Background: an optimization exercise with open tools, aiming at small area, a short achievable clock period and few clock cycles. Do not read the settings as production practice.
Function was checked by simulation only, so behaviour that the tests miss may differ from the original.

Setup of alpha:
## dgs_sha256
module dgs_sha256 (
    input  wire         clk,
    input  wire         rst,         
    input  wire         start,
    input  wire         load_state,
    input  wire         partial,
    input  wire [255:0] state_in,    
    input  wire [63:0]  count_in,    
    output wire         idle,
    input  wire         in_valid,
    output wire         in_ready,
    input  wire [31:0]  in_data,     
    input  wire         in_last,
    input  wire [2:0]   in_nbytes,   
    output reg          done,
    output wire         err,
    output wire [255:0] digest,
    output wire [63:0]  count_out
);
Size: about 6000 cells after synthesis, ~1200 flip-flops, roughly 690 I/O pins, ~69000 µm² of cells after synthesis.
Settings: LEC_CHECK=0, CAP_MARGIN=5, CORE_MARGIN=2, CORE_UTILIZATION=50, SETUP_SLACK_MARGIN=5, SLEW_MARGIN=5; clock period 10.0 ns.
standard.sh (not shown) runs the stock make flow with config.mk's settings and CLKGATE_MAP_FILE= SYNTH_SCRIPT=/design/flow/synth_recipe.tcl, a recipe that flattens the netlist after the stock synthesis.
==> flow/flow/run.sh <==
#!/bin/bash
# The standard layout, with the port buffers made of the smallest buffer cell
# and a clock tree of smaller buffers without dummy loads.
set -euo pipefail
export BUFFER_PORTS_ARGS="-buffer_cell sky130_fd_sc_hd__buf_1"
export CTS_ARGS="-sink_clustering_enable -repair_clock_nets -dont_use_dummy_load -buf_list sky130_fd_sc_hd__clkbuf_4"
bash standard.sh > standard.log 2>&1
The final layout from alpha, which completed every stage, passed the timing, DRC and antenna checks at the end of the flow.
Testbench counts of alpha, summed over its fixed seeds: cycles 31,040.
## Diff of input files: beta against alpha
# alpha
export LEC_CHECK = 0
export CAP_MARGIN = 5
export CORE_MARGIN = 2
export CORE_UTILIZATION = 50
export SETUP_SLACK_MARGIN = 5
export SLEW_MARGIN = 5
create_clock -name core_clock -period 10.0 [get_ports {clk}]
# beta
export LEC_CHECK = 0
export CAP_MARGIN = 20
export CORE_MARGIN = 2
export CORE_UTILIZATION = 30
export SETUP_SLACK_MARGIN = 5
export SLEW_MARGIN = 20
create_clock -name core_clock -period 10.0 [get_ports {clk}]
[summary]
- Comparing beta and alpha, required time of the critical path is lower on beta.
- The capturing instance or port of the critical path comes out a[31] in one run and a[29] in the other, namely in beta and alpha respectively.
- [compare] base=alpha new=beta: first-pass GRT wire length now sits higher, global routing usage on met1 now sits lower.
- Comparing setup slack for beta and alpha, the bigger number came from alpha.
- beta has completed all stages; timing, DRC and antenna checks passed.
- On adder and majority cell fraction of the synthesized area, beta and alpha are neck and neck.
The following lists how gamma was set up differently from beta:
# beta
export LEC_CHECK = 0
export CAP_MARGIN = 20
export CORE_MARGIN = 2
export CORE_UTILIZATION = 30
export SETUP_SLACK_MARGIN = 5
export SLEW_MARGIN = 20
create_clock -name core_clock -period 10.0 [get_ports {clk}]
# gamma
export LEC_CHECK = 0
export CAP_MARGIN = 20
export CORE_MARGIN = 2
export CORE_UTILIZATION = 40
export SETUP_SLACK_MARGIN = 4.5
export SLEW_MARGIN = 20
create_clock -name core_clock -period 10.0 [get_ports {clk}]
Findings:
Looking at beta and gamma, the area of all sequential standard cells is a wash. The area of the core region in gamma was lower than what beta gave. beta -> gamma: largest net degree at the start of global routing decreased by more than 10%. Compared with beta, gamma shows number of clock buffers in the layout that has gone down slightly. Of the two values seen for capture point of the critical path, a[30] was produced by gamma and a[31] by beta. gamma ended up with a higher number of antenna violations at the first check in global routing than beta did. Run comparison: gamma source of the critical timing path e[20]; beta source of the critical timing path a[7]. beta has a higher global-route wire length before repair than gamma. Compare beta and gamma | clock skew lower: gamma. Looking at core utilization across beta and gamma, the one that comes out lower is beta. Final cell area: gamma below beta. Well-tap cell count delta for gamma relative to beta: 716 lower.
Input-level comparison between delta and gamma:
# gamma
export LEC_CHECK = 0
export CAP_MARGIN = 20
export CORE_MARGIN = 2
export CORE_UTILIZATION = 40
export SETUP_SLACK_MARGIN = 4.5
export SLEW_MARGIN = 20
create_clock -name core_clock -period 10.0 [get_ports {clk}]
# delta
export LEC_CHECK = 0
export CAP_MARGIN = 10
export CORE_MARGIN = 2
export CORE_UTILIZATION = 50
export SETUP_SLACK_MARGIN = 5
export SLEW_MARGIN = 10
create_clock -name core_clock -period 10.0 [get_ports {clk}]
==> run notes <==
Summary: with gamma as the reference, die footprint in delta moved down by more than 10%.
In the metrics for gamma and delta, the one carrying the lower worst clock skew is delta.
When delta is measured against gamma, its arrival time at the worst endpoint turns out 0.45 ns lower.
delta ends up with a routed length on met2 that is about 7% lower than in gamma.
STATUS worst setup slack: delta wins against gamma
The final HPWL from detailed placement number comes out lower for delta vs gamma.
Looking at final standard cell count with taps included and fillers excluded, delta sits below gamma.

[re-timing with driven ports]
The flow's constraints put no driver on any port. The routed layouts listed below were extracted and timed again, unchanged, in two steps.
Step 1 assumes that a clkbuf_16 drives the clock port and a buf_2 every other input.
Step 2 adds t to the input delays and takes it off the output delays; t is the mean of the earliest and latest rising clock arrival at the registers after step 1. Input paths then give back, and output paths get back, about the clock's delay inside the block.
Three values: ideal, step 1, step 2; two values: the first two.
run	t, ns	setup slack, ns	worst hold slack (ns)	worst setup path after step 2	worst register clock-pin slew, ns
alpha	1.321	5.035 / 5.035 / 4.256	0.367 / 0.367 / 0.367	input to register	0.07 / 0.07
beta	1.344	4.877 / 4.877 / 4.345	0.297 / 0.297 / 0.297	input to register	0.07 / 0.07
gamma	1.387	4.663 / 4.663 / 4.270	0.310 / 0.310 / 0.310	input to register	0.08 / 0.08
delta	1.321	5.035 / 5.035 / 4.256	0.367 / 0.367 / 0.367	input to register	0.07 / 0.07
After both steps every run listed still meets setup and hold.
